What follows belongs to an exercise in optimizing a design on an open flow for small area, a short achievable clock period and few clock cycles; a production flow would make more cautious choices.
RTL that was checked went through simulation tests only; none was proved equivalent to the original.
Function not checked in run 2: the RTL went through the layout flow alone.
Power figures rest on the tool's default switching activity, not on a simulated workload.

==> flow/design.v, too long to show whole: its modules and the start of the top module <==
// module mcv_sinc: 1237 lines
module mcv_sinc (
    input  wire        clk,
    input  wire        rst,
    input  wire        s_valid,
    output reg         s_ready,
    input  wire [1:0]  s_op,       
    input  wire [11:0] s_data,     
    output reg         o_valid,
    output reg  [15:0] o_filt,
    output reg         o_settled
);
  // ...
==> flow/flow/run.sh <==
#!/bin/bash
# The standard layout (standard.sh), with one change: the input and
# output ports are buffered with buf_2 rather than the cell buffer_ports
# picks by default. Everything else, synthesis included, is the standard flow.
set -euo pipefail
export BUFFER_PORTS_ARGS="-buffer_cell sky130_fd_sc_hd__buf_2"
bash standard.sh > standard.log 2>&1
==> flow/standard.sh <==
#!/bin/bash
# synth_recipe.tcl (not shown) runs the flow's synth.tcl, then flattens the netlist and writes it again
# the make line also repeats each setting of config.mk as NAME=value (left out here)
make -C /OpenROAD-flow-scripts/flow DESIGN_CONFIG=/design/flow/config.mk WORK_HOME=/design/flow/orfs CLKGATE_MAP_FILE= SYNTH_SCRIPT=/design/flow/synth_recipe.tcl "${@:-finish}"
==> flow/config.mk <==
export PLATFORM = sky130hd
export DESIGN_NAME = mcv_sinc
export DESIGN_NICKNAME = mcv_sinc
export VERILOG_FILES = /design/flow/design.v
export SDC_FILE = /design/flow/constraint.sdc
export NUM_CORES = 4
export LEC_CHECK = 0
export CAP_MARGIN = 20
export CORE_MARGIN = 2
export CORE_UTILIZATION = 60
export CTS_BUF_LIST = sky130_fd_sc_hd__clkbuf_16
export CTS_CLUSTER_DIAMETER = 80
export CTS_CLUSTER_SIZE = 25
export SLEW_MARGIN = 20
==> flow/constraint.sdc <==
create_clock -name core_clock -period 15.0 [get_ports {clk}]
set_input_delay 3.0000 -clock core_clock [delete_from_list [all_inputs] [get_ports {clk}]]
set_output_delay 3.0000 -clock core_clock [all_outputs]
set_load 0.01 [all_outputs]
==> impl_metrics.env, run 1 <==
export IMPL_clockPowerShare_pct=28.3
export IMPL_grt_antenna_before_repair=2
export IMPL_insertion_delay_ns=0.70
export IMPL_syn_inst=5176
export IMPL_multi_input_area_um2=25900
export IMPL_cts_tree="yes"
export IMPL_combinationalPowerShare_pct=16.5
export IMPL_crit_family="flip-flops"
export IMPL_seq_cells=1314
export IMPL_stdcell_area_um2=57800
export IMPL_ys_types=90
export IMPL_antenna_cells=2
export IMPL_worstMarginPinSlew_ns=1.01
export IMPL_cap_violations=0
export IMPL_status="no timing/DRC/antenna violations"
export IMPL_critPathCaptureType="output pin"
export IMPL_startpoint="o_valid$_DFF_P_"
export IMPL_avgRoutedWirePerCell_um=22.7
export IMPL_synth_ff_type="dfxtp_1"
export IMPL_p_comb_mw=1.18
export IMPL_vias=38000
export IMPL_r2r_slack_ns=10.90
export IMPL_die_x_um=306
export IMPL_reg2reg_from="lenhn[2]$_SDFFE_PP1P_"
export IMPL_fmax_mhz=241
export IMPL_cpPeakStageDelay_ns=0.35
export IMPL_sh_seq_area_pct=45.8
export IMPL_layout_nets=5532
export IMPL_grt_busiest_layer="met2"
export IMPL_crit_type="reg -> out"
export IMPL_cp_start_kind="register"
export IMPL_inv_count=356
export IMPL_required_ns=12.00
export IMPL_ir_drop_v=0.000116
export IMPL_synth_top_family_by_area="compound AO/OA/AOI/OAI gates"
export IMPL_top_regs="ring (768), int4 (28), int3 (25)"
export IMPL_reg2reg_depth=11
export IMPL_clockRootBuffer="clkbuf_16"
export IMPL_viasPerCell=6.09
export IMPL_netlist_area_um2=54800
export IMPL_grt_overflow=0
export IMPL_drtPass1Iterations=7
export IMPL_initial_core_util_pct=60.7
export IMPL_ant_nets=0
export IMPL_yosys_warnings=2
Testbench counts, summed over its fixed seeds: cycles 12,952.
==> run 2, diff against run 1 <==
--- a/flow/design.v
+++ b/flow/design.v
@@ -194,17 +194,16 @@
     endfunction
     reg [11:0] ring [0:63];
     reg [5:0]  phase;      
     reg        clean;      
     reg [6:0]  cnt;        
     reg [1:0]  ord;        
     reg [3:0]  len;        
     reg [15:0] lenh;       
-    reg [15:0] lenhn;      
     reg [4:1]  tm;         
     reg        f13, f23, f3, f4;    
     reg [6:0]  kd;         
     reg        a_v;
     reg [1:0]  a_op;
     reg [11:0] a_x;
     always @(posedge clk) begin
         a_v  <= s_valid && s_ready && !rst;
@@ -220,17 +219,16 @@
         if (rst) begin
             s_ready <= 1'b1;
             phase   <= 6'd0;
             clean   <= 1'b1;
             cnt     <= 7'd0;
             ord     <= 2'd0;
             len     <= 4'd0;
             lenh    <= 16'd1;
-            lenhn   <= ~16'd1;
             tm      <= 4'd0;
             f13     <= 1'b1;
             f23     <= 1'b0;
             f3      <= 1'b0;
             f4      <= 1'b0;
             kd      <= 7'd1;
         end else begin
             s_ready <= (s_valid && s_ready && s_op != OP_NOP) || clean_n || (phase_n == 6'd63);
@@ -244,17 +242,16 @@
                 tm <= 4'd0;
             else if (acc_s)
                 tm <= tm | ({cnt == d4 - 7'd1, cnt == d3 - 7'd1, cnt == d2 - 7'd1, cnt == d1 - 7'd1}
                             & {f4, f3 | f4, !f13 | f3, 1'b1});
             if (acc && a_op == OP_CONFIG) begin
                 ord <= a_x[1:0];
                 len <= a_x[5:2];
                 lenh <= 16'd1 << a_x[5:2];
-                lenhn <= ~(16'd1 << a_x[5:2]);
                 f13 <= !a_x[0];
                 f23 <= a_x[1:0] == 2'd1 || a_x[1:0] == 2'd2;
                 f3  <= a_x[1:0] == 2'd2;
                 f4  <= a_x[1:0] == 2'd3;
                 kd  <= ({5'd0, a_x[1:0]} + 7'd1) * ({3'd0, a_x[5:2]} + 7'd1);
             end
         end
     end
@@ -295,48 +292,48 @@
                     | ({12{lenh[8]}} & ring[17])
                     | ({12{lenh[9]}} & ring[19])
                     | ({12{lenh[10]}} & ring[21])
                     | ({12{lenh[11]}} & ring[23])
                     | ({12{lenh[12]}} & ring[25])
                     | ({12{lenh[13]}} & ring[27])
                     | ({12{lenh[14]}} & ring[29])
                     | ({12{lenh[15]}} & ring[31]);
-    wire [11:0] r3 = ({12{~lenhn[0]}} & ring[2])
-                    | ({12{~lenhn[1]}} & ring[5])
-                    | ({12{~lenhn[2]}} & ring[8])
-                    | ({12{~lenhn[3]}} & ring[11])
-                    | ({12{~lenhn[4]}} & ring[14])
-                    | ({12{~lenhn[5]}} & ring[17])
-                    | ({12{~lenhn[6]}} & ring[20])
-                    | ({12{~lenhn[7]}} & ring[23])
-                    | ({12{~lenhn[8]}} & ring[26])
-                    | ({12{~lenhn[9]}} & ring[29])
-                    | ({12{~lenhn[10]}} & ring[32])
-                    | ({12{~lenhn[11]}} & ring[35])
-                    | ({12{~lenhn[12]}} & ring[38])
-                    | ({12{~lenhn[13]}} & ring[41])
-                    | ({12{~lenhn[14]}} & ring[44])
-                    | ({12{~lenhn[15]}} & ring[47]);
-    wire [11:0] r4 = ({12{~lenhn[0]}} & ring[3])
-                    | ({12{~lenhn[1]}} & ring[7])
-                    | ({12{~lenhn[2]}} & ring[11])
-                    | ({12{~lenhn[3]}} & ring[15])
-                    | ({12{~lenhn[4]}} & ring[19])
-                    | ({12{~lenhn[5]}} & ring[23])
-                    | ({12{~lenhn[6]}} & ring[27])
-                    | ({12{~lenhn[7]}} & ring[31])
-                    | ({12{~lenhn[8]}} & ring[35])
-                    | ({12{~lenhn[9]}} & ring[39])
-                    | ({12{~lenhn[10]}} & ring[43])
-                    | ({12{~lenhn[11]}} & ring[47])
-                    | ({12{~lenhn[12]}} & ring[51])
-                    | ({12{~lenhn[13]}} & ring[55])
-                    | ({12{~lenhn[14]}} & ring[59])
-                    | ({12{~lenhn[15]}} & ring[63]);
+    wire [11:0] r3 = ({12{lenh[0]}} & ring[2])
+                    | ({12{lenh[1]}} & ring[5])
+                    | ({12{lenh[2]}} & ring[8])
+                    | ({12{lenh[3]}} & ring[11])
+                    | ({12{lenh[4]}} & ring[14])
+                    | ({12{lenh[5]}} & ring[17])
+                    | ({12{lenh[6]}} & ring[20])
+                    | ({12{lenh[7]}} & ring[23])
+                    | ({12{lenh[8]}} & ring[26])
+                    | ({12{lenh[9]}} & ring[29])
+                    | ({12{lenh[10]}} & ring[32])
+                    | ({12{lenh[11]}} & ring[35])
+                    | ({12{lenh[12]}} & ring[38])
+                    | ({12{lenh[13]}} & ring[41])
+                    | ({12{lenh[14]}} & ring[44])
+                    | ({12{lenh[15]}} & ring[47]);
+    wire [11:0] r4 = ({12{lenh[0]}} & ring[3])
+                    | ({12{lenh[1]}} & ring[7])
+                    | ({12{lenh[2]}} & ring[11])
+                    | ({12{lenh[3]}} & ring[15])
+                    | ({12{lenh[4]}} & ring[19])
+                    | ({12{lenh[5]}} & ring[23])
+                    | ({12{lenh[6]}} & ring[27])
+                    | ({12{lenh[7]}} & ring[31])
+                    | ({12{lenh[8]}} & ring[35])
+                    | ({12{lenh[9]}} & ring[39])
+                    | ({12{lenh[10]}} & ring[43])
+                    | ({12{lenh[11]}} & ring[47])
+                    | ({12{lenh[12]}} & ring[51])
+                    | ({12{lenh[13]}} & ring[55])
+                    | ({12{lenh[14]}} & ring[59])
+                    | ({12{lenh[15]}} & ring[63]);
     wire [11:0] t1 = {12{tm[1]}} & r1;
     wire [11:0] t2 = {12{tm[2]}} & r2;
     wire [11:0] t3 = {12{tm[3]}} & r3;
     wire [11:0] t4 = {12{tm[4]}} & r4;
     wire [11:0] a1a = {12{f13}} & t1;
     wire [11:0] xr  = f4 ? t4 : ~a1a;                        
     wire [12:0] a2a = f4 ? {t2, 1'b0} : {1'b0, t2};           
     wire [13:0] a2b = ({14{f3}} & {1'b0, t2, 1'b0}) | ({14{f4}} & {t2, 2'b00});
@@ -510,33 +507,33 @@
         s1_d     <= len;
         s1_r0    <= cq_r0;
         s1_r1    <= cq_r1;
     end
     reg [18:0] int1;
     reg [21:0] int2;
     reg [24:0] int3;
     reg [27:0] int4;
-    reg        s2_v, s2_first, s2_set, s2_z;  reg [1:0] s2_k; reg [3:0] s2_d;
-    reg        s3_v, s3_first, s3_set, s3_z;  reg [1:0] s3_k; reg [3:0] s3_d;
-    reg        s4_v, s4_set, s4_z;            reg [1:0] s4_k; reg [3:0] s4_d;
+    reg        s2_v, s2_first, s2_set, s2_g;  reg [1:0] s2_k; reg [3:0] s2_d;
+    reg        s3_v, s3_first, s3_set, s3_g;  reg [1:0] s3_k; reg [3:0] s3_d;
+    reg        s4_v, s4_set, s4_g;            reg [1:0] s4_k; reg [3:0] s4_d;
     reg        s5_v, s5_set;            reg [1:0] s5_k; reg [3:0] s5_d; reg [4:0] s5_sh;
     always @(posedge clk) begin
         if (s1_v)
             int1 <= (s1_g ? 19'd0 : int1) + s1_r0 + s1_r1 + {7'd0, ring[0]};    
         s2_v <= s1_v && !rst; s2_first <= s1_first; s2_set <= s1_set; s2_k <= s1_k; s2_d <= s1_d;
-        s2_z <= s1_v && (s1_first || s1_k < 2'd2) && !rst;
-        int2 <= (s2_z ? 22'd0 : int2)
+        s2_g <= s1_first || s1_k < 2'd2;
+        int2 <= ((s2_v && s2_g) ? 22'd0 : int2)
               + (s2_v ? {{3{int1[18]}}, int1} : 22'd0);
         s3_v <= s2_v && !rst; s3_first <= s2_first; s3_set <= s2_set; s3_k <= s2_k; s3_d <= s2_d;
-        s3_z <= s2_v && (s2_first || s2_k == 2'd0) && !rst;
-        int3 <= (s3_z ? 25'd0 : int3)
+        s3_g <= s2_first || s2_k == 2'd0;
+        int3 <= ((s3_v && s3_g) ? 25'd0 : int3)
               + (s3_v ? {{3{int2[21]}}, int2} : 25'd0);
-        s4_v <= s3_v && !rst; s4_z <= s3_v && s3_first && !rst; s4_set <= s3_set; s4_k <= s3_k; s4_d <= s3_d;
-        int4 <= (s4_z ? 28'd0 : int4)
+        s4_v <= s3_v && !rst; s4_g <= s3_first; s4_set <= s3_set; s4_k <= s3_k; s4_d <= s3_d;
+        int4 <= ((s4_v && s4_g) ? 28'd0 : int4)
               + (s4_v ? {{3{int3[24]}}, int3} : 28'd0);
         s5_v <= s4_v && !rst; s5_set <= s4_set; s5_k <= s4_k; s5_d <= s4_d;
         s5_sh <= rom_sh({s4_k, s4_d});
     end
     wire [4:0]  shn  = s5_sh;
     wire [32:0] sh0  = {int4, 5'd0};
     wire [32:0] sh1  = shn[4] ? {16'd0, sh0[32:16]} : sh0;
     wire [32:0] sh2  = shn[3] ? {8'd0, sh1[32:8]} : sh1;
@@ -555,173 +552,171 @@
             assign pone[g] = b1 ^ b0;
             assign ptwo[g] = (b2 & ~b1 & ~b0) | (~b2 & b1 & b0);
         end
     endgenerate
     reg        s6_v, s6_set;
     reg [1:0]  s6_k;
     reg [3:0]  s6_d;
     reg [17:0] s6_hi;
-    reg [17:0] s6_hin;     
     reg [12:0] s6_lo;
     reg [9:0]  s6_pneg, s6_pone, s6_ptwo;    
     always @(posedge clk) begin
         s6_v   <= s5_v && !rst;
         s6_set <= s5_set;
         s6_k   <= s5_k;
         s6_d   <= s5_d;
         s6_hi  <= s_sh[17:0];
-        s6_hin <= ~s_sh[17:0];
         s6_lo  <= int4[12:0];
         s6_pneg <= pneg;
         s6_pone <= pone;
         s6_ptwo <= ptwo;
     end
     wire pq_1 = (((s6_pone[0] & s6_hi[14]) | (s6_ptwo[0] & s6_hi[13])) ^ s6_pneg[0]);
     wire pq_2 = (((s6_pone[1] & s6_hi[12]) | (s6_ptwo[1] & s6_hi[11])) ^ s6_pneg[1]);
     wire pq_3 = (((s6_pone[2] & s6_hi[10]) | (s6_ptwo[2] & s6_hi[9])) ^ s6_pneg[2]);
     wire pq_4 = (((s6_pone[3] & s6_hi[8]) | (s6_ptwo[3] & s6_hi[7])) ^ s6_pneg[3]);
     wire pq_5 = (((s6_pone[4] & s6_hi[6]) | (s6_ptwo[4] & s6_hi[5])) ^ s6_pneg[4]);
-    wire pq_6 = (((s6_pone[5] & ~s6_hin[4]) | (s6_ptwo[5] & ~s6_hin[3])) ^ s6_pneg[5]);
-    wire pq_7 = (((s6_pone[6] & ~s6_hin[2]) | (s6_ptwo[6] & ~s6_hin[1])) ^ s6_pneg[6]);
-    wire pq_8 = (((s6_pone[7] & ~s6_hin[0]) | (s6_ptwo[7] & 1'b0)) ^ s6_pneg[7]);
+    wire pq_6 = (((s6_pone[5] & s6_hi[4]) | (s6_ptwo[5] & s6_hi[3])) ^ s6_pneg[5]);
+    wire pq_7 = (((s6_pone[6] & s6_hi[2]) | (s6_ptwo[6] & s6_hi[1])) ^ s6_pneg[6]);
+    wire pq_8 = (((s6_pone[7] & s6_hi[0]) | (s6_ptwo[7] & 1'b0)) ^ s6_pneg[7]);
     wire pq_9 = (((s6_pone[0] & s6_hi[15]) | (s6_ptwo[0] & s6_hi[14])) ^ s6_pneg[0]);
     wire pq_10 = (((s6_pone[1] & s6_hi[13]) | (s6_ptwo[1] & s6_hi[12])) ^ s6_pneg[1]);
     wire pq_11 = (((s6_pone[2] & s6_hi[11]) | (s6_ptwo[2] & s6_hi[10])) ^ s6_pneg[2]);
     wire pq_12 = (((s6_pone[3] & s6_hi[9]) | (s6_ptwo[3] & s6_hi[8])) ^ s6_pneg[3]);
     wire pq_13 = (((s6_pone[4] & s6_hi[7]) | (s6_ptwo[4] & s6_hi[6])) ^ s6_pneg[4]);
-    wire pq_14 = (((s6_pone[5] & ~s6_hin[5]) | (s6_ptwo[5] & ~s6_hin[4])) ^ s6_pneg[5]);
-    wire pq_15 = (((s6_pone[6] & ~s6_hin[3]) | (s6_ptwo[6] & ~s6_hin[2])) ^ s6_pneg[6]);
-    wire pq_16 = (((s6_pone[7] & ~s6_hin[1]) | (s6_ptwo[7] & ~s6_hin[0])) ^ s6_pneg[7]);
+    wire pq_14 = (((s6_pone[5] & s6_hi[5]) | (s6_ptwo[5] & s6_hi[4])) ^ s6_pneg[5]);
+    wire pq_15 = (((s6_pone[6] & s6_hi[3]) | (s6_ptwo[6] & s6_hi[2])) ^ s6_pneg[6]);
+    wire pq_16 = (((s6_pone[7] & s6_hi[1]) | (s6_ptwo[7] & s6_hi[0])) ^ s6_pneg[7]);
     wire pq_17 = (((s6_pone[0] & s6_hi[16]) | (s6_ptwo[0] & s6_hi[15])) ^ s6_pneg[0]);
     wire pq_18 = (((s6_pone[1] & s6_hi[14]) | (s6_ptwo[1] & s6_hi[13])) ^ s6_pneg[1]);
     wire pq_19 = (((s6_pone[2] & s6_hi[12]) | (s6_ptwo[2] & s6_hi[11])) ^ s6_pneg[2]);
     wire pq_20 = (((s6_pone[3] & s6_hi[10]) | (s6_ptwo[3] & s6_hi[9])) ^ s6_pneg[3]);
     wire pq_21 = (((s6_pone[4] & s6_hi[8]) | (s6_ptwo[4] & s6_hi[7])) ^ s6_pneg[4]);
-    wire pq_22 = (((s6_pone[5] & ~s6_hin[6]) | (s6_ptwo[5] & ~s6_hin[5])) ^ s6_pneg[5]);
-    wire pq_23 = (((s6_pone[6] & ~s6_hin[4]) | (s6_ptwo[6] & ~s6_hin[3])) ^ s6_pneg[6]);
-    wire pq_24 = (((s6_pone[7] & ~s6_hin[2]) | (s6_ptwo[7] & ~s6_hin[1])) ^ s6_pneg[7]);
-    wire pq_25 = (((s6_pone[8] & ~s6_hin[0]) | (s6_ptwo[8] & 1'b0)) ^ s6_pneg[8]);
+    wire pq_22 = (((s6_pone[5] & s6_hi[6]) | (s6_ptwo[5] & s6_hi[5])) ^ s6_pneg[5]);
+    wire pq_23 = (((s6_pone[6] & s6_hi[4]) | (s6_ptwo[6] & s6_hi[3])) ^ s6_pneg[6]);
+    wire pq_24 = (((s6_pone[7] & s6_hi[2]) | (s6_ptwo[7] & s6_hi[1])) ^ s6_pneg[7]);
+    wire pq_25 = (((s6_pone[8] & s6_hi[0]) | (s6_ptwo[8] & 1'b0)) ^ s6_pneg[8]);
     wire pq_26 = (((s6_pone[0] & s6_hi[17]) | (s6_ptwo[0] & s6_hi[16])) ^ s6_pneg[0]);
     wire pq_27 = (((s6_pone[1] & s6_hi[15]) | (s6_ptwo[1] & s6_hi[14])) ^ s6_pneg[1]);
     wire pq_28 = (((s6_pone[2] & s6_hi[13]) | (s6_ptwo[2] & s6_hi[12])) ^ s6_pneg[2]);
     wire pq_29 = (((s6_pone[3] & s6_hi[11]) | (s6_ptwo[3] & s6_hi[10])) ^ s6_pneg[3]);
     wire pq_30 = (((s6_pone[4] & s6_hi[9]) | (s6_ptwo[4] & s6_hi[8])) ^ s6_pneg[4]);
-    wire pq_31 = (((s6_pone[5] & ~s6_hin[7]) | (s6_ptwo[5] & ~s6_hin[6])) ^ s6_pneg[5]);
-    wire pq_32 = (((s6_pone[6] & ~s6_hin[5]) | (s6_ptwo[6] & ~s6_hin[4])) ^ s6_pneg[6]);
-    wire pq_33 = (((s6_pone[7] & ~s6_hin[3]) | (s6_ptwo[7] & ~s6_hin[2])) ^ s6_pneg[7]);
-    wire pq_34 = (((s6_pone[8] & ~s6_hin[1]) | (s6_ptwo[8] & ~s6_hin[0])) ^ s6_pneg[8]);
+    wire pq_31 = (((s6_pone[5] & s6_hi[7]) | (s6_ptwo[5] & s6_hi[6])) ^ s6_pneg[5]);
+    wire pq_32 = (((s6_pone[6] & s6_hi[5]) | (s6_ptwo[6] & s6_hi[4])) ^ s6_pneg[6]);
+    wire pq_33 = (((s6_pone[7] & s6_hi[3]) | (s6_ptwo[7] & s6_hi[2])) ^ s6_pneg[7]);
+    wire pq_34 = (((s6_pone[8] & s6_hi[1]) | (s6_ptwo[8] & s6_hi[0])) ^ s6_pneg[8]);
     wire pq_35 = (((s6_pone[0] & 1'b0) | (s6_ptwo[0] & s6_hi[17])) ^ s6_pneg[0]);
     wire pq_36 = (((s6_pone[1] & s6_hi[16]) | (s6_ptwo[1] & s6_hi[15])) ^ s6_pneg[1]);
     wire pq_37 = (((s6_pone[2] & s6_hi[14]) | (s6_ptwo[2] & s6_hi[13])) ^ s6_pneg[2]);
     wire pq_38 = (((s6_pone[3] & s6_hi[12]) | (s6_ptwo[3] & s6_hi[11])) ^ s6_pneg[3]);
     wire pq_39 = (((s6_pone[4] & s6_hi[10]) | (s6_ptwo[4] & s6_hi[9])) ^ s6_pneg[4]);
-    wire pq_40 = (((s6_pone[5] & ~s6_hin[8]) | (s6_ptwo[5] & ~s6_hin[7])) ^ s6_pneg[5]);
-    wire pq_41 = (((s6_pone[6] & ~s6_hin[6]) | (s6_ptwo[6] & ~s6_hin[5])) ^ s6_pneg[6]);
-    wire pq_42 = (((s6_pone[7] & ~s6_hin[4]) | (s6_ptwo[7] & ~s6_hin[3])) ^ s6_pneg[7]);
-    wire pq_43 = (((s6_pone[8] & ~s6_hin[2]) | (s6_ptwo[8] & ~s6_hin[1])) ^ s6_pneg[8]);
-    wire pq_44 = (((s6_pone[9] & ~s6_hin[0]) | (s6_ptwo[9] & 1'b0)) ^ s6_pneg[9]);
+    wire pq_40 = (((s6_pone[5] & s6_hi[8]) | (s6_ptwo[5] & s6_hi[7])) ^ s6_pneg[5]);
+    wire pq_41 = (((s6_pone[6] & s6_hi[6]) | (s6_ptwo[6] & s6_hi[5])) ^ s6_pneg[6]);
+    wire pq_42 = (((s6_pone[7] & s6_hi[4]) | (s6_ptwo[7] & s6_hi[3])) ^ s6_pneg[7]);
+    wire pq_43 = (((s6_pone[8] & s6_hi[2]) | (s6_ptwo[8] & s6_hi[1])) ^ s6_pneg[8]);
+    wire pq_44 = (((s6_pone[9] & s6_hi[0]) | (s6_ptwo[9] & 1'b0)) ^ s6_pneg[9]);
     wire pq_45 = ~s6_pneg[0];
     wire pq_46 = (((s6_pone[1] & s6_hi[17]) | (s6_ptwo[1] & s6_hi[16])) ^ s6_pneg[1]);
     wire pq_47 = (((s6_pone[2] & s6_hi[15]) | (s6_ptwo[2] & s6_hi[14])) ^ s6_pneg[2]);
     wire pq_48 = (((s6_pone[3] & s6_hi[13]) | (s6_ptwo[3] & s6_hi[12])) ^ s6_pneg[3]);
     wire pq_49 = (((s6_pone[4] & s6_hi[11]) | (s6_ptwo[4] & s6_hi[10])) ^ s6_pneg[4]);
-    wire pq_50 = (((s6_pone[5] & ~s6_hin[9]) | (s6_ptwo[5] & ~s6_hin[8])) ^ s6_pneg[5]);
-    wire pq_51 = (((s6_pone[6] & ~s6_hin[7]) | (s6_ptwo[6] & ~s6_hin[6])) ^ s6_pneg[6]);
-    wire pq_52 = (((s6_pone[7] & ~s6_hin[5]) | (s6_ptwo[7] & ~s6_hin[4])) ^ s6_pneg[7]);
-    wire pq_53 = (((s6_pone[8] & ~s6_hin[3]) | (s6_ptwo[8] & ~s6_hin[2])) ^ s6_pneg[8]);
-    wire pq_54 = (((s6_pone[9] & ~s6_hin[1]) | (s6_ptwo[9] & ~s6_hin[0])) ^ s6_pneg[9]);
+    wire pq_50 = (((s6_pone[5] & s6_hi[9]) | (s6_ptwo[5] & s6_hi[8])) ^ s6_pneg[5]);
+    wire pq_51 = (((s6_pone[6] & s6_hi[7]) | (s6_ptwo[6] & s6_hi[6])) ^ s6_pneg[6]);
+    wire pq_52 = (((s6_pone[7] & s6_hi[5]) | (s6_ptwo[7] & s6_hi[4])) ^ s6_pneg[7]);
+    wire pq_53 = (((s6_pone[8] & s6_hi[3]) | (s6_ptwo[8] & s6_hi[2])) ^ s6_pneg[8]);
+    wire pq_54 = (((s6_pone[9] & s6_hi[1]) | (s6_ptwo[9] & s6_hi[0])) ^ s6_pneg[9]);
     wire pq_55 = (((s6_pone[1] & 1'b0) | (s6_ptwo[1] & s6_hi[17])) ^ s6_pneg[1]);
     wire pq_56 = (((s6_pone[2] & s6_hi[16]) | (s6_ptwo[2] & s6_hi[15])) ^ s6_pneg[2]);
     wire pq_57 = (((s6_pone[3] & s6_hi[14]) | (s6_ptwo[3] & s6_hi[13])) ^ s6_pneg[3]);
     wire pq_58 = (((s6_pone[4] & s6_hi[12]) | (s6_ptwo[4] & s6_hi[11])) ^ s6_pneg[4]);
-    wire pq_59 = (((s6_pone[5] & ~s6_hin[10]) | (s6_ptwo[5] & ~s6_hin[9])) ^ s6_pneg[5]);
-    wire pq_60 = (((s6_pone[6] & ~s6_hin[8]) | (s6_ptwo[6] & ~s6_hin[7])) ^ s6_pneg[6]);
-    wire pq_61 = (((s6_pone[7] & ~s6_hin[6]) | (s6_ptwo[7] & ~s6_hin[5])) ^ s6_pneg[7]);
-    wire pq_62 = (((s6_pone[8] & ~s6_hin[4]) | (s6_ptwo[8] & ~s6_hin[3])) ^ s6_pneg[8]);
-    wire pq_63 = (((s6_pone[9] & ~s6_hin[2]) | (s6_ptwo[9] & ~s6_hin[1])) ^ s6_pneg[9]);
+    wire pq_59 = (((s6_pone[5] & s6_hi[10]) | (s6_ptwo[5] & s6_hi[9])) ^ s6_pneg[5]);
+    wire pq_60 = (((s6_pone[6] & s6_hi[8]) | (s6_ptwo[6] & s6_hi[7])) ^ s6_pneg[6]);
+    wire pq_61 = (((s6_pone[7] & s6_hi[6]) | (s6_ptwo[7] & s6_hi[5])) ^ s6_pneg[7]);
+    wire pq_62 = (((s6_pone[8] & s6_hi[4]) | (s6_ptwo[8] & s6_hi[3])) ^ s6_pneg[8]);
+    wire pq_63 = (((s6_pone[9] & s6_hi[2]) | (s6_ptwo[9] & s6_hi[1])) ^ s6_pneg[9]);
     wire pq_64 = ~s6_pneg[1];
     wire pq_65 = (((s6_pone[2] & s6_hi[17]) | (s6_ptwo[2] & s6_hi[16])) ^ s6_pneg[2]);
     wire pq_66 = (((s6_pone[3] & s6_hi[15]) | (s6_ptwo[3] & s6_hi[14])) ^ s6_pneg[3]);
     wire pq_67 = (((s6_pone[4] & s6_hi[13]) | (s6_ptwo[4] & s6_hi[12])) ^ s6_pneg[4]);
-    wire pq_68 = (((s6_pone[5] & ~s6_hin[11]) | (s6_ptwo[5] & ~s6_hin[10])) ^ s6_pneg[5]);
-    wire pq_69 = (((s6_pone[6] & ~s6_hin[9]) | (s6_ptwo[6] & ~s6_hin[8])) ^ s6_pneg[6]);
-    wire pq_70 = (((s6_pone[7] & ~s6_hin[7]) | (s6_ptwo[7] & ~s6_hin[6])) ^ s6_pneg[7]);
-    wire pq_71 = (((s6_pone[8] & ~s6_hin[5]) | (s6_ptwo[8] & ~s6_hin[4])) ^ s6_pneg[8]);
-    wire pq_72 = (((s6_pone[9] & ~s6_hin[3]) | (s6_ptwo[9] & ~s6_hin[2])) ^ s6_pneg[9]);
+    wire pq_68 = (((s6_pone[5] & s6_hi[11]) | (s6_ptwo[5] & s6_hi[10])) ^ s6_pneg[5]);
+    wire pq_69 = (((s6_pone[6] & s6_hi[9]) | (s6_ptwo[6] & s6_hi[8])) ^ s6_pneg[6]);
+    wire pq_70 = (((s6_pone[7] & s6_hi[7]) | (s6_ptwo[7] & s6_hi[6])) ^ s6_pneg[7]);
+    wire pq_71 = (((s6_pone[8] & s6_hi[5]) | (s6_ptwo[8] & s6_hi[4])) ^ s6_pneg[8]);
+    wire pq_72 = (((s6_pone[9] & s6_hi[3]) | (s6_ptwo[9] & s6_hi[2])) ^ s6_pneg[9]);
     wire pq_73 = (((s6_pone[2] & 1'b0) | (s6_ptwo[2] & s6_hi[17])) ^ s6_pneg[2]);
     wire pq_74 = (((s6_pone[3] & s6_hi[16]) | (s6_ptwo[3] & s6_hi[15])) ^ s6_pneg[3]);
     wire pq_75 = (((s6_pone[4] & s6_hi[14]) | (s6_ptwo[4] & s6_hi[13])) ^ s6_pneg[4]);
-    wire pq_76 = (((s6_pone[5] & ~s6_hin[12]) | (s6_ptwo[5] & ~s6_hin[11])) ^ s6_pneg[5]);
-    wire pq_77 = (((s6_pone[6] & ~s6_hin[10]) | (s6_ptwo[6] & ~s6_hin[9])) ^ s6_pneg[6]);
-    wire pq_78 = (((s6_pone[7] & ~s6_hin[8]) | (s6_ptwo[7] & ~s6_hin[7])) ^ s6_pneg[7]);
-    wire pq_79 = (((s6_pone[8] & ~s6_hin[6]) | (s6_ptwo[8] & ~s6_hin[5])) ^ s6_pneg[8]);
-    wire pq_80 = (((s6_pone[9] & ~s6_hin[4]) | (s6_ptwo[9] & ~s6_hin[3])) ^ s6_pneg[9]);
+    wire pq_76 = (((s6_pone[5] & s6_hi[12]) | (s6_ptwo[5] & s6_hi[11])) ^ s6_pneg[5]);
+    wire pq_77 = (((s6_pone[6] & s6_hi[10]) | (s6_ptwo[6] & s6_hi[9])) ^ s6_pneg[6]);
+    wire pq_78 = (((s6_pone[7] & s6_hi[8]) | (s6_ptwo[7] & s6_hi[7])) ^ s6_pneg[7]);
+    wire pq_79 = (((s6_pone[8] & s6_hi[6]) | (s6_ptwo[8] & s6_hi[5])) ^ s6_pneg[8]);
+    wire pq_80 = (((s6_pone[9] & s6_hi[4]) | (s6_ptwo[9] & s6_hi[3])) ^ s6_pneg[9]);
     wire pq_81 = ~s6_pneg[2];
     wire pq_82 = (((s6_pone[3] & s6_hi[17]) | (s6_ptwo[3] & s6_hi[16])) ^ s6_pneg[3]);
     wire pq_83 = (((s6_pone[4] & s6_hi[15]) | (s6_ptwo[4] & s6_hi[14])) ^ s6_pneg[4]);
-    wire pq_84 = (((s6_pone[5] & ~s6_hin[13]) | (s6_ptwo[5] & ~s6_hin[12])) ^ s6_pneg[5]);
-    wire pq_85 = (((s6_pone[6] & ~s6_hin[11]) | (s6_ptwo[6] & ~s6_hin[10])) ^ s6_pneg[6]);
-    wire pq_86 = (((s6_pone[7] & ~s6_hin[9]) | (s6_ptwo[7] & ~s6_hin[8])) ^ s6_pneg[7]);
-    wire pq_87 = (((s6_pone[8] & ~s6_hin[7]) | (s6_ptwo[8] & ~s6_hin[6])) ^ s6_pneg[8]);
-    wire pq_88 = (((s6_pone[9] & ~s6_hin[5]) | (s6_ptwo[9] & ~s6_hin[4])) ^ s6_pneg[9]);
+    wire pq_84 = (((s6_pone[5] & s6_hi[13]) | (s6_ptwo[5] & s6_hi[12])) ^ s6_pneg[5]);
+    wire pq_85 = (((s6_pone[6] & s6_hi[11]) | (s6_ptwo[6] & s6_hi[10])) ^ s6_pneg[6]);
+    wire pq_86 = (((s6_pone[7] & s6_hi[9]) | (s6_ptwo[7] & s6_hi[8])) ^ s6_pneg[7]);
+    wire pq_87 = (((s6_pone[8] & s6_hi[7]) | (s6_ptwo[8] & s6_hi[6])) ^ s6_pneg[8]);
+    wire pq_88 = (((s6_pone[9] & s6_hi[5]) | (s6_ptwo[9] & s6_hi[4])) ^ s6_pneg[9]);
     wire pq_89 = (((s6_pone[3] & 1'b0) | (s6_ptwo[3] & s6_hi[17])) ^ s6_pneg[3]);
     wire pq_90 = (((s6_pone[4] & s6_hi[16]) | (s6_ptwo[4] & s6_hi[15])) ^ s6_pneg[4]);
-    wire pq_91 = (((s6_pone[5] & ~s6_hin[14]) | (s6_ptwo[5] & ~s6_hin[13])) ^ s6_pneg[5]);
-    wire pq_92 = (((s6_pone[6] & ~s6_hin[12]) | (s6_ptwo[6] & ~s6_hin[11])) ^ s6_pneg[6]);
-    wire pq_93 = (((s6_pone[7] & ~s6_hin[10]) | (s6_ptwo[7] & ~s6_hin[9])) ^ s6_pneg[7]);
-    wire pq_94 = (((s6_pone[8] & ~s6_hin[8]) | (s6_ptwo[8] & ~s6_hin[7])) ^ s6_pneg[8]);
-    wire pq_95 = (((s6_pone[9] & ~s6_hin[6]) | (s6_ptwo[9] & ~s6_hin[5])) ^ s6_pneg[9]);
+    wire pq_91 = (((s6_pone[5] & s6_hi[14]) | (s6_ptwo[5] & s6_hi[13])) ^ s6_pneg[5]);
+    wire pq_92 = (((s6_pone[6] & s6_hi[12]) | (s6_ptwo[6] & s6_hi[11])) ^ s6_pneg[6]);
+    wire pq_93 = (((s6_pone[7] & s6_hi[10]) | (s6_ptwo[7] & s6_hi[9])) ^ s6_pneg[7]);
+    wire pq_94 = (((s6_pone[8] & s6_hi[8]) | (s6_ptwo[8] & s6_hi[7])) ^ s6_pneg[8]);
+    wire pq_95 = (((s6_pone[9] & s6_hi[6]) | (s6_ptwo[9] & s6_hi[5])) ^ s6_pneg[9]);
     wire pq_96 = ~s6_pneg[3];
     wire pq_97 = (((s6_pone[4] & s6_hi[17]) | (s6_ptwo[4] & s6_hi[16])) ^ s6_pneg[4]);
-    wire pq_98 = (((s6_pone[5] & ~s6_hin[15]) | (s6_ptwo[5] & ~s6_hin[14])) ^ s6_pneg[5]);
-    wire pq_99 = (((s6_pone[6] & ~s6_hin[13]) | (s6_ptwo[6] & ~s6_hin[12])) ^ s6_pneg[6]);
-    wire pq_100 = (((s6_pone[7] & ~s6_hin[11]) | (s6_ptwo[7] & ~s6_hin[10])) ^ s6_pneg[7]);
-    wire pq_101 = (((s6_pone[8] & ~s6_hin[9]) | (s6_ptwo[8] & ~s6_hin[8])) ^ s6_pneg[8]);
-    wire pq_102 = (((s6_pone[9] & ~s6_hin[7]) | (s6_ptwo[9] & ~s6_hin[6])) ^ s6_pneg[9]);
+    wire pq_98 = (((s6_pone[5] & s6_hi[15]) | (s6_ptwo[5] & s6_hi[14])) ^ s6_pneg[5]);
+    wire pq_99 = (((s6_pone[6] & s6_hi[13]) | (s6_ptwo[6] & s6_hi[12])) ^ s6_pneg[6]);
+    wire pq_100 = (((s6_pone[7] & s6_hi[11]) | (s6_ptwo[7] & s6_hi[10])) ^ s6_pneg[7]);
+    wire pq_101 = (((s6_pone[8] & s6_hi[9]) | (s6_ptwo[8] & s6_hi[8])) ^ s6_pneg[8]);
+    wire pq_102 = (((s6_pone[9] & s6_hi[7]) | (s6_ptwo[9] & s6_hi[6])) ^ s6_pneg[9]);
     wire pq_103 = (((s6_pone[4] & 1'b0) | (s6_ptwo[4] & s6_hi[17])) ^ s6_pneg[4]);
-    wire pq_104 = (((s6_pone[5] & ~s6_hin[16]) | (s6_ptwo[5] & ~s6_hin[15])) ^ s6_pneg[5]);
-    wire pq_105 = (((s6_pone[6] & ~s6_hin[14]) | (s6_ptwo[6] & ~s6_hin[13])) ^ s6_pneg[6]);
-    wire pq_106 = (((s6_pone[7] & ~s6_hin[12]) | (s6_ptwo[7] & ~s6_hin[11])) ^ s6_pneg[7]);
-    wire pq_107 = (((s6_pone[8] & ~s6_hin[10]) | (s6_ptwo[8] & ~s6_hin[9])) ^ s6_pneg[8]);
-    wire pq_108 = (((s6_pone[9] & ~s6_hin[8]) | (s6_ptwo[9] & ~s6_hin[7])) ^ s6_pneg[9]);
+    wire pq_104 = (((s6_pone[5] & s6_hi[16]) | (s6_ptwo[5] & s6_hi[15])) ^ s6_pneg[5]);
+    wire pq_105 = (((s6_pone[6] & s6_hi[14]) | (s6_ptwo[6] & s6_hi[13])) ^ s6_pneg[6]);
+    wire pq_106 = (((s6_pone[7] & s6_hi[12]) | (s6_ptwo[7] & s6_hi[11])) ^ s6_pneg[7]);
+    wire pq_107 = (((s6_pone[8] & s6_hi[10]) | (s6_ptwo[8] & s6_hi[9])) ^ s6_pneg[8]);
+    wire pq_108 = (((s6_pone[9] & s6_hi[8]) | (s6_ptwo[9] & s6_hi[7])) ^ s6_pneg[9]);
     wire pq_109 = ~s6_pneg[4];
-    wire pq_110 = (((s6_pone[5] & ~s6_hin[17]) | (s6_ptwo[5] & ~s6_hin[16])) ^ s6_pneg[5]);
-    wire pq_111 = (((s6_pone[6] & ~s6_hin[15]) | (s6_ptwo[6] & ~s6_hin[14])) ^ s6_pneg[6]);
-    wire pq_112 = (((s6_pone[7] & ~s6_hin[13]) | (s6_ptwo[7] & ~s6_hin[12])) ^ s6_pneg[7]);
-    wire pq_113 = (((s6_pone[8] & ~s6_hin[11]) | (s6_ptwo[8] & ~s6_hin[10])) ^ s6_pneg[8]);
-    wire pq_114 = (((s6_pone[9] & ~s6_hin[9]) | (s6_ptwo[9] & ~s6_hin[8])) ^ s6_pneg[9]);
-    wire pq_115 = (((s6_pone[5] & 1'b0) | (s6_ptwo[5] & ~s6_hin[17])) ^ s6_pneg[5]);
-    wire pq_116 = (((s6_pone[6] & ~s6_hin[16]) | (s6_ptwo[6] & ~s6_hin[15])) ^ s6_pneg[6]);
-    wire pq_117 = (((s6_pone[7] & ~s6_hin[14]) | (s6_ptwo[7] & ~s6_hin[13])) ^ s6_pneg[7]);
-    wire pq_118 = (((s6_pone[8] & ~s6_hin[12]) | (s6_ptwo[8] & ~s6_hin[11])) ^ s6_pneg[8]);
-    wire pq_119 = (((s6_pone[9] & ~s6_hin[10]) | (s6_ptwo[9] & ~s6_hin[9])) ^ s6_pneg[9]);
+    wire pq_110 = (((s6_pone[5] & s6_hi[17]) | (s6_ptwo[5] & s6_hi[16])) ^ s6_pneg[5]);
+    wire pq_111 = (((s6_pone[6] & s6_hi[15]) | (s6_ptwo[6] & s6_hi[14])) ^ s6_pneg[6]);
+    wire pq_112 = (((s6_pone[7] & s6_hi[13]) | (s6_ptwo[7] & s6_hi[12])) ^ s6_pneg[7]);
+    wire pq_113 = (((s6_pone[8] & s6_hi[11]) | (s6_ptwo[8] & s6_hi[10])) ^ s6_pneg[8]);
+    wire pq_114 = (((s6_pone[9] & s6_hi[9]) | (s6_ptwo[9] & s6_hi[8])) ^ s6_pneg[9]);
+    wire pq_115 = (((s6_pone[5] & 1'b0) | (s6_ptwo[5] & s6_hi[17])) ^ s6_pneg[5]);
+    wire pq_116 = (((s6_pone[6] & s6_hi[16]) | (s6_ptwo[6] & s6_hi[15])) ^ s6_pneg[6]);
+    wire pq_117 = (((s6_pone[7] & s6_hi[14]) | (s6_ptwo[7] & s6_hi[13])) ^ s6_pneg[7]);
+    wire pq_118 = (((s6_pone[8] & s6_hi[12]) | (s6_ptwo[8] & s6_hi[11])) ^ s6_pneg[8]);
+    wire pq_119 = (((s6_pone[9] & s6_hi[10]) | (s6_ptwo[9] & s6_hi[9])) ^ s6_pneg[9]);
     wire pq_120 = ~s6_pneg[5];
-    wire pq_121 = (((s6_pone[6] & ~s6_hin[17]) | (s6_ptwo[6] & ~s6_hin[16])) ^ s6_pneg[6]);
-    wire pq_122 = (((s6_pone[7] & ~s6_hin[15]) | (s6_ptwo[7] & ~s6_hin[14])) ^ s6_pneg[7]);
-    wire pq_123 = (((s6_pone[8] & ~s6_hin[13]) | (s6_ptwo[8] & ~s6_hin[12])) ^ s6_pneg[8]);
-    wire pq_124 = (((s6_pone[9] & ~s6_hin[11]) | (s6_ptwo[9] & ~s6_hin[10])) ^ s6_pneg[9]);
-    wire pq_125 = (((s6_pone[6] & 1'b0) | (s6_ptwo[6] & ~s6_hin[17])) ^ s6_pneg[6]);
-    wire pq_126 = (((s6_pone[7] & ~s6_hin[16]) | (s6_ptwo[7] & ~s6_hin[15])) ^ s6_pneg[7]);
-    wire pq_127 = (((s6_pone[8] & ~s6_hin[14]) | (s6_ptwo[8] & ~s6_hin[13])) ^ s6_pneg[8]);
-    wire pq_128 = (((s6_pone[9] & ~s6_hin[12]) | (s6_ptwo[9] & ~s6_hin[11])) ^ s6_pneg[9]);
+    wire pq_121 = (((s6_pone[6] & s6_hi[17]) | (s6_ptwo[6] & s6_hi[16])) ^ s6_pneg[6]);
+    wire pq_122 = (((s6_pone[7] & s6_hi[15]) | (s6_ptwo[7] & s6_hi[14])) ^ s6_pneg[7]);
+    wire pq_123 = (((s6_pone[8] & s6_hi[13]) | (s6_ptwo[8] & s6_hi[12])) ^ s6_pneg[8]);
+    wire pq_124 = (((s6_pone[9] & s6_hi[11]) | (s6_ptwo[9] & s6_hi[10])) ^ s6_pneg[9]);
+    wire pq_125 = (((s6_pone[6] & 1'b0) | (s6_ptwo[6] & s6_hi[17])) ^ s6_pneg[6]);
+    wire pq_126 = (((s6_pone[7] & s6_hi[16]) | (s6_ptwo[7] & s6_hi[15])) ^ s6_pneg[7]);
+    wire pq_127 = (((s6_pone[8] & s6_hi[14]) | (s6_ptwo[8] & s6_hi[13])) ^ s6_pneg[8]);
+    wire pq_128 = (((s6_pone[9] & s6_hi[12]) | (s6_ptwo[9] & s6_hi[11])) ^ s6_pneg[9]);
     wire pq_129 = ~s6_pneg[6];
-    wire pq_130 = (((s6_pone[7] & ~s6_hin[17]) | (s6_ptwo[7] & ~s6_hin[16])) ^ s6_pneg[7]);
-    wire pq_131 = (((s6_pone[8] & ~s6_hin[15]) | (s6_ptwo[8] & ~s6_hin[14])) ^ s6_pneg[8]);
-    wire pq_132 = (((s6_pone[9] & ~s6_hin[13]) | (s6_ptwo[9] & ~s6_hin[12])) ^ s6_pneg[9]);
-    wire pq_133 = (((s6_pone[7] & 1'b0) | (s6_ptwo[7] & ~s6_hin[17])) ^ s6_pneg[7]);
-    wire pq_134 = (((s6_pone[8] & ~s6_hin[16]) | (s6_ptwo[8] & ~s6_hin[15])) ^ s6_pneg[8]);
-    wire pq_135 = (((s6_pone[9] & ~s6_hin[14]) | (s6_ptwo[9] & ~s6_hin[13])) ^ s6_pneg[9]);
+    wire pq_130 = (((s6_pone[7] & s6_hi[17]) | (s6_ptwo[7] & s6_hi[16])) ^ s6_pneg[7]);
+    wire pq_131 = (((s6_pone[8] & s6_hi[15]) | (s6_ptwo[8] & s6_hi[14])) ^ s6_pneg[8]);
+    wire pq_132 = (((s6_pone[9] & s6_hi[13]) | (s6_ptwo[9] & s6_hi[12])) ^ s6_pneg[9]);
+    wire pq_133 = (((s6_pone[7] & 1'b0) | (s6_ptwo[7] & s6_hi[17])) ^ s6_pneg[7]);
+    wire pq_134 = (((s6_pone[8] & s6_hi[16]) | (s6_ptwo[8] & s6_hi[15])) ^ s6_pneg[8]);
+    wire pq_135 = (((s6_pone[9] & s6_hi[14]) | (s6_ptwo[9] & s6_hi[13])) ^ s6_pneg[9]);
     wire pq_136 = ~s6_pneg[7];
-    wire pq_137 = (((s6_pone[8] & ~s6_hin[17]) | (s6_ptwo[8] & ~s6_hin[16])) ^ s6_pneg[8]);
-    wire pq_138 = (((s6_pone[9] & ~s6_hin[15]) | (s6_ptwo[9] & ~s6_hin[14])) ^ s6_pneg[9]);
-    wire pq_139 = (((s6_pone[8] & 1'b0) | (s6_ptwo[8] & ~s6_hin[17])) ^ s6_pneg[8]);
-    wire pq_140 = (((s6_pone[9] & ~s6_hin[16]) | (s6_ptwo[9] & ~s6_hin[15])) ^ s6_pneg[9]);
+    wire pq_137 = (((s6_pone[8] & s6_hi[17]) | (s6_ptwo[8] & s6_hi[16])) ^ s6_pneg[8]);
+    wire pq_138 = (((s6_pone[9] & s6_hi[15]) | (s6_ptwo[9] & s6_hi[14])) ^ s6_pneg[9]);
+    wire pq_139 = (((s6_pone[8] & 1'b0) | (s6_ptwo[8] & s6_hi[17])) ^ s6_pneg[8]);
+    wire pq_140 = (((s6_pone[9] & s6_hi[16]) | (s6_ptwo[9] & s6_hi[15])) ^ s6_pneg[9]);
     wire pq_141 = ~s6_pneg[8];
-    wire pq_142 = (((s6_pone[9] & ~s6_hin[17]) | (s6_ptwo[9] & ~s6_hin[16])) ^ s6_pneg[9]);
+    wire pq_142 = (((s6_pone[9] & s6_hi[17]) | (s6_ptwo[9] & s6_hi[16])) ^ s6_pneg[9]);
     wire pq_143 = pq_17 ^ pq_18;
     wire pq_144 = pq_17 & pq_18;
     wire pq_145 = pq_26 ^ pq_27;
     wire pq_146 = pq_26 & pq_27;
     wire pq_147 = pq_35 ^ pq_36 ^ pq_37;
     wire pq_148 = (pq_35 & pq_36) | (pq_35 & pq_37) | (pq_36 & pq_37);
     wire pq_149 = pq_38 ^ pq_39;
     wire pq_150 = pq_38 & pq_39;
==> impl_metrics.env, run 2 <==
export IMPL_status="no timing/DRC/antenna violations"
export IMPL_worstPathMaxFanout=28
export IMPL_ys_types=84
export IMPL_fin_crit_ns=4.32
export IMPL_regMostFlops="ring"
export IMPL_synth_nets=5567
export IMPL_seqCellArea_um2=25900
export IMPL_first_iter_violations=3493
export IMPL_p_int_mw=5.03
export IMPL_power_density_nw_per_um2=124
export IMPL_grt_overflow=0
export IMPL_fmax_mhz=231
export IMPL_grt_max_degree=73
export IMPL_cts_sinks=1285
export IMPL_pin_count=36
export IMPL_ctsHtreeMaxLevel=3
export IMPL_die_h_um=303
export IMPL_postCtsSetupRepairBufs=0
export IMPL_hold_buffers=0
export IMPL_finalSetupTns_ns=0
export IMPL_ys_ff_latch=1285
export IMPL_clk_pin_slew_worst_paths_ns=0.10
export IMPL_worstPathArrival_ns=4.93
export IMPL_core_area_um2=88500
export IMPL_clockPowerShare_pct=28.6
export IMPL_vias=36700
export IMPL_relSlewSlack_pct=27.8
export IMPL_timing_final_crit_share_pct=28.8
export IMPL_synth_top_area_share_pct=47.2
export IMPL_required_ns=15.61
export IMPL_setup_viol=0
export IMPL_initial_core_util_pct=60.6
export IMPL_port_buffers=35
export IMPL_grt_antenna_before_repair=0
export IMPL_slew_violations=0
export IMPL_power_leakage_nw=22.7
export IMPL_viasPerCell=5.99
export IMPL_drc=0
export IMPL_cap_violations=0
export IMPL_yosysMostFrequentCell="dfxtp_1"
export IMPL_p_seq_share_pct=55.7
export IMPL_die_x_um=303
export IMPL_critPathCaptureType="register"
export IMPL_dieArea_um2=91800
export IMPL_final_cell_mix="dfxtp_1 (1248), a22oi_1 (459), inv_1 (320)"
export IMPL_grtUsageTotal_pct=28.7
export IMPL_worstMarginPinSlew_ns=1.08
export IMPL_avgSynthCellArea_um2=10.6
export IMPL_synth_area_leader_cell="dfxtp_1"
export IMPL_switchingPower_mw=1.95
export IMPL_multi_input_area_um2=25400
export IMPL_cp_start_kind="register"
export IMPL_layout_nets=5415
export IMPL_largest_reg_flops=768
export IMPL_insertion_delay_ns=0.69
export IMPL_gp_congestion=0.908
export IMPL_avgRoutedWirePerCell_um=21.4
export IMPL_netlist_area_um2=53700
export IMPL_grt_first_pass_wirelength_um=205000
export IMPL_synth_ff_type="dfxtp_1"
export IMPL_crit_type="reg -> reg"
export IMPL_cts_buffer_depth=3
export IMPL_clockRootBuffer="clkbuf_16"
export IMPL_hp_class="reg -> reg"
export IMPL_yosys_warnings=2
export IMPL_synthArstFlopShare_pct=0
export IMPL_hold_viol_final=0
export IMPL_cts_tree="yes"
export IMPL_areaGrowthSynthToFinish_pct=5.31
export IMPL_fillers=7255
export IMPL_total_power_mw=6.98
export IMPL_skew_ns=0.0382
export IMPL_top_regs="ring (768), int4 (28), int3 (25)"
export IMPL_combinationalPowerShare_pct=15.7
export IMPL_synthTopCellsByArea="dfxtp_1 (47%), fa_1 (8.6%), a22oi_1 (6.4%), ha_1 (5.6%), xnor2_1 (3.6%)"
export IMPL_dpl_hpwl_um=90300
export IMPL_synth_edf_count=19
export IMPL_rsz0062_at_grt="false"
export IMPL_rows=109
export IMPL_cts_made_buffers=67
export IMPL_first_global_vias=35700
export IMPL_syn_inst=5078
export IMPL_routed_wl_um=131000
export IMPL_synth_commonest_cells="dfxtp_1 (1266), a22oi_1 (459), inv_1 (317)"
export IMPL_ir_drop_v=0.000122
export IMPL_final_common_cell="dfxtp_1"
export IMPL_drtPass1Iterations=6
export IMPL_switching_share_pct=27.9
export IMPL_cts_resized_gates=0
export IMPL_yosysSeqAreaShare_pct=48.3
export IMPL_ant_nets=0
export IMPL_drive_above_1_share_pct=4.63
==> run 2: cell count changes after synthesis, moves of 24 or more <==
cell and delta:
dfxtp_1 -29, and2_1 +82, nor2_1 -25, xnor2_1 -26, a22oi_1 +173, xor2_1 +33
nor2b_1 -82, a221oi_1 -24, inv_1 -27, nand3_1 +34, a22o_1 -57, o22ai_1 -67
nand2b_1 -31
==> run 2: per-stage QoR <==
step	hold slack [ns]	worst slack, ns	std cells	instance area [um^2]	utilization [%]
6_report	0.317	10.68	6117	56500	63.8
3_5_place_dp	0.312	10.49	6022	54500	61.6
2_1_floorplan	0.310	11.03	5078	53700	-
4_1_cts	0.318	10.70	6116	56500	63.8
3_3_place_gp	0.309	10.50	6021	54500	61.6
5_1_grt	0.323	10.14	6116	56500	63.8
==> run 2: logic make-up after synthesis <==
group / count (synthesis) / synth area share, %
AO/OA/AOI/OAI: 1250 / 16.4
flip-flops: 1285 / 48.3
buffers and inverters: 618 / 4.33
AND/OR/NAND/NOR: 994 / 8.99
other: 1 / 0.00699
adder cells (fa/ha/maj): 472 / 14.2
multiplexers: 62 / 1.25
XOR/XNOR: 396 / 6.46
==> run 2: final timing paths <==
| kind | start | to | slack, ns | cells after the start |
|---|---|---|---|---|
| min | ring[37][6]$_DFF_P_ | ring[38][6]$_DFF_P_ | 0.32 | 0 |
| max | s4_v$_DFF_P_ | int4[25]$_DFF_P_ | 10.68 | 12 |
| min reg2reg | ring[37][6]$_DFF_P_ | ring[38][6]$_DFF_P_ | 0.32 | 0 |
| max reg2reg | s4_v$_DFF_P_ | int4[25]$_DFF_P_ | 10.68 | 12 |
==> run 2: area by class of cell <==
cell class                      count  area share [%]
Sequential cell                  1285            45.9
Multi-Input combinational cell   3175            45.0
Clock buffer                       67            2.97
Tap cell                         1165            2.58
Inverter                          323            2.15
Timing Repair Buffer               74           0.828
Clock inverter                     27           0.585
Antenna cell                        1         0.00443
==> run 2: power by group through the flow <==
| stage | logic [mW] | registers [mW] | clock network, mW |
|---|---|---|---|
| final | 1.10 | 3.89 | 2.00 |
| after floorplan | 0.849 | 3.86 | 0 |
| after global placement | 1.08 | 3.96 | 0 |
| after detailed placement | 1.11 | 3.96 | 0 |
| after CTS | 1.11 | 3.89 | 2.04 |
| after global routing | 1.26 | 3.92 | 2.16 |
==> run 2: worst max-delay path: stages, from the launching register on <==
cell and delay, ns:
dfxtp_1 0.74, nand2_1 0.69, and2_1 0.40, ha_1 0.36, a21o_1 0.19, a21o_1 0.17
a21o_1 0.17, a221oi_1 0.37, o2111ai_1 0.27, a31oi_1 0.34, o21bai_1 0.13, a41oi_1 0.25
xnor2_1 0.14
==> run 2: routing by layer <==
| layer | routed length, um | GRT usage (%) | vias to the layer above |
|---|---|---|---|
| li1 | - | - | 17300 |
| met1 | 57400 | 39.6 | 17700 |
| met4 | 4590 | 10.1 | 0 |
| met3 | 8270 | 3.87 | 245 |
| met2 | 60500 | 46.4 | 1439 |
| met5 | 0 | 0 | - |

==> what the ideal ports hide <==
Ports are ideal in the flow. The routed layouts listed here were re-timed in OpenROAD.
Step 1: set_driving_cell puts a clkbuf_16 on clk and a buf_2 on each other input, an assumption about the parent block.
Step 2 also shifts input and output timing later by t, the mid clock arrival at the registers, as if the neighbouring blocks saw the same clock.
Three values: ideal, step 1, step 2; two values: the first two.
run	shift t [ns]	setup slack, ns	hold WS [ns]	slew at the worst register clock pin (ns)	worst data-port slew with drivers (ns)
run 1	0.754	10.843 / 10.769 / 10.527	0.310 / 0.310 / 0.310	0.10 / 0.10	0.04
run 2	0.743	10.676 / 10.676 / 10.500	0.317 / 0.317 / 0.317	0.10 / 0.10	0.06
After both steps every run listed still meets setup and hold. The setup slack of run 1, which loses most, moves by -0.074 ns with the drivers and by -0.316 ns with both steps.
